What follows belongs to an exercise in optimizing a design on an open flow for small area, a short achievable clock period and few clock cycles per item; a production flow would make more cautious choices.
The RTL was checked by simulation tests, not by an equivalence proof against the original design.

== wip/umber ==
==> flow/design.v <==
module sha256_core (
    input  wire         clk,
    input  wire         rst,         
    input  wire         start,
    input  wire         init,
    input  wire [511:0] block,       
    output wire         ready,
    output reg          done,
    output wire [255:0] digest       
);
    localparam [255:0] IV = {32'h6a09e667, 32'hbb67ae85, 32'h3c6ef372, 32'ha54ff53a,
                             32'h510e527f, 32'h9b05688c, 32'h1f83d9ab, 32'h5be0cd19};
    reg [31:0] h0, h1, h2, h3, h4, h5, h6, h7;
    reg [31:0] a, b, c, d, e, f, g, h;
    reg [31:0] w [0:15];             
    reg [31:0] kr;                   
    reg [6:0]  t;                    
    reg        busy;
    reg        rdy;                  
    reg        use_iv;               
    assign ready  = rdy;
    assign digest = {h0, h1, h2, h3, h4, h5, h6, h7};
    wire [6:0] t_next = busy ? t + 7'd1 : 7'd0;
    reg [31:0] k_n;
    always @(*) begin
        case (t_next[5:0])
            6'd0:  k_n = 32'h428a2f98; 6'd1:  k_n = 32'h71374491; 6'd2:  k_n = 32'hb5c0fbcf; 6'd3:  k_n = 32'he9b5dba5;
            6'd4:  k_n = 32'h3956c25b; 6'd5:  k_n = 32'h59f111f1; 6'd6:  k_n = 32'h923f82a4; 6'd7:  k_n = 32'hab1c5ed5;
            6'd8:  k_n = 32'hd807aa98; 6'd9:  k_n = 32'h12835b01; 6'd10: k_n = 32'h243185be; 6'd11: k_n = 32'h550c7dc3;
            6'd12: k_n = 32'h72be5d74; 6'd13: k_n = 32'h80deb1fe; 6'd14: k_n = 32'h9bdc06a7; 6'd15: k_n = 32'hc19bf174;
            6'd16: k_n = 32'he49b69c1; 6'd17: k_n = 32'hefbe4786; 6'd18: k_n = 32'h0fc19dc6; 6'd19: k_n = 32'h240ca1cc;
            6'd20: k_n = 32'h2de92c6f; 6'd21: k_n = 32'h4a7484aa; 6'd22: k_n = 32'h5cb0a9dc; 6'd23: k_n = 32'h76f988da;
            6'd24: k_n = 32'h983e5152; 6'd25: k_n = 32'ha831c66d; 6'd26: k_n = 32'hb00327c8; 6'd27: k_n = 32'hbf597fc7;
            6'd28: k_n = 32'hc6e00bf3; 6'd29: k_n = 32'hd5a79147; 6'd30: k_n = 32'h06ca6351; 6'd31: k_n = 32'h14292967;
            6'd32: k_n = 32'h27b70a85; 6'd33: k_n = 32'h2e1b2138; 6'd34: k_n = 32'h4d2c6dfc; 6'd35: k_n = 32'h53380d13;
            6'd36: k_n = 32'h650a7354; 6'd37: k_n = 32'h766a0abb; 6'd38: k_n = 32'h81c2c92e; 6'd39: k_n = 32'h92722c85;
            6'd40: k_n = 32'ha2bfe8a1; 6'd41: k_n = 32'ha81a664b; 6'd42: k_n = 32'hc24b8b70; 6'd43: k_n = 32'hc76c51a3;
            6'd44: k_n = 32'hd192e819; 6'd45: k_n = 32'hd6990624; 6'd46: k_n = 32'hf40e3585; 6'd47: k_n = 32'h106aa070;
            6'd48: k_n = 32'h19a4c116; 6'd49: k_n = 32'h1e376c08; 6'd50: k_n = 32'h2748774c; 6'd51: k_n = 32'h34b0bcb5;
            6'd52: k_n = 32'h391c0cb3; 6'd53: k_n = 32'h4ed8aa4a; 6'd54: k_n = 32'h5b9cca4f; 6'd55: k_n = 32'h682e6ff3;
            6'd56: k_n = 32'h748f82ee; 6'd57: k_n = 32'h78a5636f; 6'd58: k_n = 32'h84c87814; 6'd59: k_n = 32'h8cc70208;
            6'd60: k_n = 32'h90befffa; 6'd61: k_n = 32'ha4506ceb; 6'd62: k_n = 32'hbef9a3f7; default: k_n = 32'hc67178f2;
        endcase
    end
    function [63:0] csa(input [31:0] x, input [31:0] y, input [31:0] z);
        begin
            csa[63:32] = x ^ y ^ z;
            csa[31:0]  = {((x & y) | (x & z) | (y & z)), 1'b0} ;
        end
    endfunction
    wire [31:0] S1 = {e[5:0], e[31:6]} ^ {e[10:0], e[31:11]} ^ {e[24:0], e[31:25]};
    wire [31:0] CH = (e & f) ^ (~e & g);
    wire [31:0] S0 = {a[1:0], a[31:2]} ^ {a[12:0], a[31:13]} ^ {a[21:0], a[31:22]};
    wire [31:0] MJ = (a & b) ^ (a & c) ^ (b & c);
    wire [63:0] x   = csa(h, kr, w[0]);
    wire [63:0] a1  = csa(S1, CH, S0);
    wire [63:0] a2  = csa(x[63:32], x[31:0], MJ);
    wire [63:0] a3  = csa(a1[63:32], a1[31:0], a2[63:32]);
    wire [63:0] a4  = csa(a3[63:32], a3[31:0], a2[31:0]);
    wire [31:0] a_new = a4[63:32] + a4[31:0];
    wire [63:0] e1  = csa(S1, CH, d);
    wire [63:0] e2  = csa(e1[63:32], e1[31:0], x[63:32]);
    wire [63:0] e3  = csa(e2[63:32], e2[31:0], x[31:0]);
    wire [31:0] e_new = e3[63:32] + e3[31:0];
    wire [31:0] ws0  = {w[1][6:0], w[1][31:7]} ^ {w[1][17:0], w[1][31:18]} ^ (w[1] >> 3);
    wire [31:0] ws1  = {w[14][16:0], w[14][31:17]} ^ {w[14][18:0], w[14][31:19]} ^ (w[14] >> 10);
    wire [63:0] s1c  = csa(w[0], w[9], ws0);
    wire [63:0] s2c  = csa(s1c[63:32], s1c[31:0], ws1);
    wire [31:0] wnew = s2c[63:32] + s2c[31:0];
    wire [31:0] fa_sum = h3 + a;
    wire [31:0] fe_sum = h7 + e;
    wire ivsel = init | use_iv;
    wire rot   = busy & (t >= 7'd61);
    wire ivld  = busy & (t == 7'd0) & use_iv;
    always @(posedge clk) begin
        if (rst) begin
            busy   <= 1'b0;
            rdy    <= 1'b1;
            done   <= 1'b0;
            use_iv <= 1'b1;
        end else begin
            done <= 1'b0;
            if (!busy) begin
                if (start) begin
                    busy   <= 1'b1;
                    rdy    <= 1'b0;
                    use_iv <= ivsel;
                end
            end else begin
                if (t == 7'd0)
                    use_iv <= 1'b0;
                if (t == 7'd64) begin
                    busy <= 1'b0;
                    rdy  <= 1'b1;
                    done <= 1'b1;
                end
            end
        end
    end
    integer i;
    always @(posedge clk) begin
        t  <= t_next;
        kr <= k_n;
        if (!busy) begin
            a <= ivsel ? IV[255:224] : h0;
            b <= ivsel ? IV[223:192] : h1;
            c <= ivsel ? IV[191:160] : h2;
            d <= ivsel ? IV[159:128] : h3;
            e <= ivsel ? IV[127:96]  : h4;
            f <= ivsel ? IV[95:64]   : h5;
            g <= ivsel ? IV[63:32]   : h6;
            h <= ivsel ? IV[31:0]    : h7;
            for (i = 0; i < 16; i = i + 1)
                w[i] <= block[511 - 32*i -: 32];
        end else begin
            a <= a_new;
            b <= a;
            c <= b;
            d <= c;
            e <= e_new;
            f <= e;
            g <= f;
            h <= g;
            for (i = 0; i < 15; i = i + 1)
                w[i] <= w[i + 1];
            w[15] <= wnew;
        end
    end
    always @(posedge clk) begin
        if (ivld) begin
            h0 <= IV[255:224]; h1 <= IV[223:192]; h2 <= IV[191:160]; h3 <= IV[159:128];
            h4 <= IV[127:96];  h5 <= IV[95:64];   h6 <= IV[63:32];   h7 <= IV[31:0];
        end else if (rot) begin
            h0 <= fa_sum; h1 <= h0; h2 <= h1; h3 <= h2;
            h4 <= fe_sum; h5 <= h4; h6 <= h5; h7 <= h6;
        end
    end
endmodule
==> flow/config.mk <==
export PLATFORM = sky130hd
export DESIGN_NAME = sha256_core
export DESIGN_NICKNAME = sha256_core
export VERILOG_FILES = /design/flow/design.v
export SDC_FILE = /design/flow/constraint.sdc
export NUM_CORES = 4
export LEC_CHECK = 0
export ABC_AREA = 1
export CAP_MARGIN = 20
export CORE_MARGIN = 2
export CORE_UTILIZATION = 40
export PLACE_DENSITY = 0.6
export SLEW_MARGIN = 20
==> flow/constraint.sdc <==
create_clock -name core_clock -period 15.0 [get_ports {clk}]
set_input_delay 3.0000 -clock core_clock [delete_from_list [all_inputs] [get_ports {clk}]]
set_output_delay 3.0000 -clock core_clock [all_outputs]
set_load 0.01 [all_outputs]
standard.sh (not shown) runs the stock make flow with config.mk's settings and CLKGATE_MAP_FILE= SYNTH_SCRIPT=/design/flow/synth_recipe.tcl, a recipe that flattens the netlist after the stock synthesis.
==> flow/flow/run.sh <==
#!/bin/bash
# The standard layout, with each port buffered by a buf_1 instead of the
# flow's default port buffer, and timing repair asked to leave 10.5 ns of setup
# slack so that it sizes the critical paths. The make output is kept in
# flow_make.log.
set -euo pipefail
bash standard.sh "BUFFER_PORTS_ARGS=-buffer_cell sky130_fd_sc_hd__buf_1" SETUP_SLACK_MARGIN=10.5 finish > flow_make.log 2>&1
Testbench counts of wip/umber, summed over its fixed seeds: cycles 19,016, blocks 288.
### wip/umber -> wip/delta
--- a/flow/design.v
+++ b/flow/design.v
@@ -17,8 +17,9 @@
     reg [6:0]  t;                    
     reg        busy;
     reg        rdy;                  
     reg        use_iv;               
+    reg        blk_iv;               
     assign ready  = rdy;
     assign digest = {h0, h1, h2, h3, h4, h5, h6, h7};
     wire [6:0] t_next = busy ? t + 7'd1 : 7'd0;
     reg [31:0] k_n;
@@ -66,13 +67,21 @@
     wire [31:0] ws1  = {w[14][16:0], w[14][31:17]} ^ {w[14][18:0], w[14][31:19]} ^ (w[14] >> 10);
     wire [63:0] s1c  = csa(w[0], w[9], ws0);
     wire [63:0] s2c  = csa(s1c[63:32], s1c[31:0], ws1);
     wire [31:0] wnew = s2c[63:32] + s2c[31:0];
-    wire [31:0] fa_sum = h3 + a;
-    wire [31:0] fe_sum = h7 + e;
+    reg [31:0] iva, ive;
+    always @(*) begin
+        case (t[1:0])
+            2'd1:    begin iva = IV[159:128]; ive = IV[31:0];   end
+            2'd2:    begin iva = IV[191:160]; ive = IV[63:32];  end
+            2'd3:    begin iva = IV[223:192]; ive = IV[95:64];  end
+            default: begin iva = IV[255:224]; ive = IV[127:96]; end
+        endcase
+    end
+    wire [31:0] fa_sum = (blk_iv ? iva : h3) + a;
+    wire [31:0] fe_sum = (blk_iv ? ive : h7) + e;
     wire ivsel = init | use_iv;
     wire rot   = busy & (t >= 7'd61);
-    wire ivld  = busy & (t == 7'd0) & use_iv;
     always @(posedge clk) begin
         if (rst) begin
             busy   <= 1'b0;
             rdy    <= 1'b1;
@@ -83,13 +92,11 @@
             if (!busy) begin
                 if (start) begin
                     busy   <= 1'b1;
                     rdy    <= 1'b0;
-                    use_iv <= ivsel;
+                    use_iv <= 1'b0;
                 end
             end else begin
-                if (t == 7'd0)
-                    use_iv <= 1'b0;
                 if (t == 7'd64) begin
                     busy <= 1'b0;
                     rdy  <= 1'b1;
                     done <= 1'b1;
@@ -126,12 +133,11 @@
             w[15] <= wnew;
         end
     end
     always @(posedge clk) begin
-        if (ivld) begin
-            h0 <= IV[255:224]; h1 <= IV[223:192]; h2 <= IV[191:160]; h3 <= IV[159:128];
-            h4 <= IV[127:96];  h5 <= IV[95:64];   h6 <= IV[63:32];   h7 <= IV[31:0];
-        end else if (rot) begin
+        if (!busy)
+            blk_iv <= ivsel;
+        if (rot) begin
             h0 <= fa_sum; h1 <= h0; h2 <= h1; h3 <= h2;
             h4 <= fe_sum; h5 <= h4; h6 <= h5; h7 <= h6;
         end
     end
[summary]
The core utilization of the finished layout reported for wip/delta is greater than that of wip/umber by 0.98 points. wip/delta against wip/umber: ratio of final minimum period to clock period held steady; sequential share of the synthesized area grew by 5.4 points; count of buffers not belonging to the clock network in the layout grew by 7.8%. wip/delta against wip/umber: detailed-route wire length on metal 1 saw an increase; global placement routability congestion saw little to no change. Row area of the die: wip/delta lower / wip/umber higher.
Testbench counts of wip/delta, summed over its fixed seeds: cycles 19,016, blocks 288.

## port drivers added, routing unchanged
How much do the figures lean on ideal ports? The routed layouts below were timed once more, with nothing changed but the port constraints.
Step 1: set_driving_cell puts a clkbuf_16 on clk and a buf_2 on each other input, an assumption about the parent block.
Step 2 adds t to the input delays and takes it off the output delays; t is the mean of the earliest and latest rising clock arrival at the registers after step 1. Input paths then give back, and output paths get back, about the clock's delay inside the block.
a / b / c = ideal ports / drivers / drivers and shift; a / b = the first two.
| run | t, ns | setup slack, ns | hold WS [ns] | worst register clock-pin slew, ns | pins driven straight from the clock port |
|---|---|---|---|---|---|
| wip/umber | 0.838 | 10.483 / 10.441 / 9.703 | 0.414 / 0.414 / 0.414 | 0.08 / 0.08 | 1 |
| wip/delta | 0.826 | 10.479 / 10.404 / 9.817 | 0.378 / 0.378 / 0.378 | 0.07 / 0.07 | 1 |
After both steps every run listed still meets setup and hold. For wip/umber, which loses most, drivers alone change the setup slack by -0.042 ns; drivers and shift together by -0.780 ns.
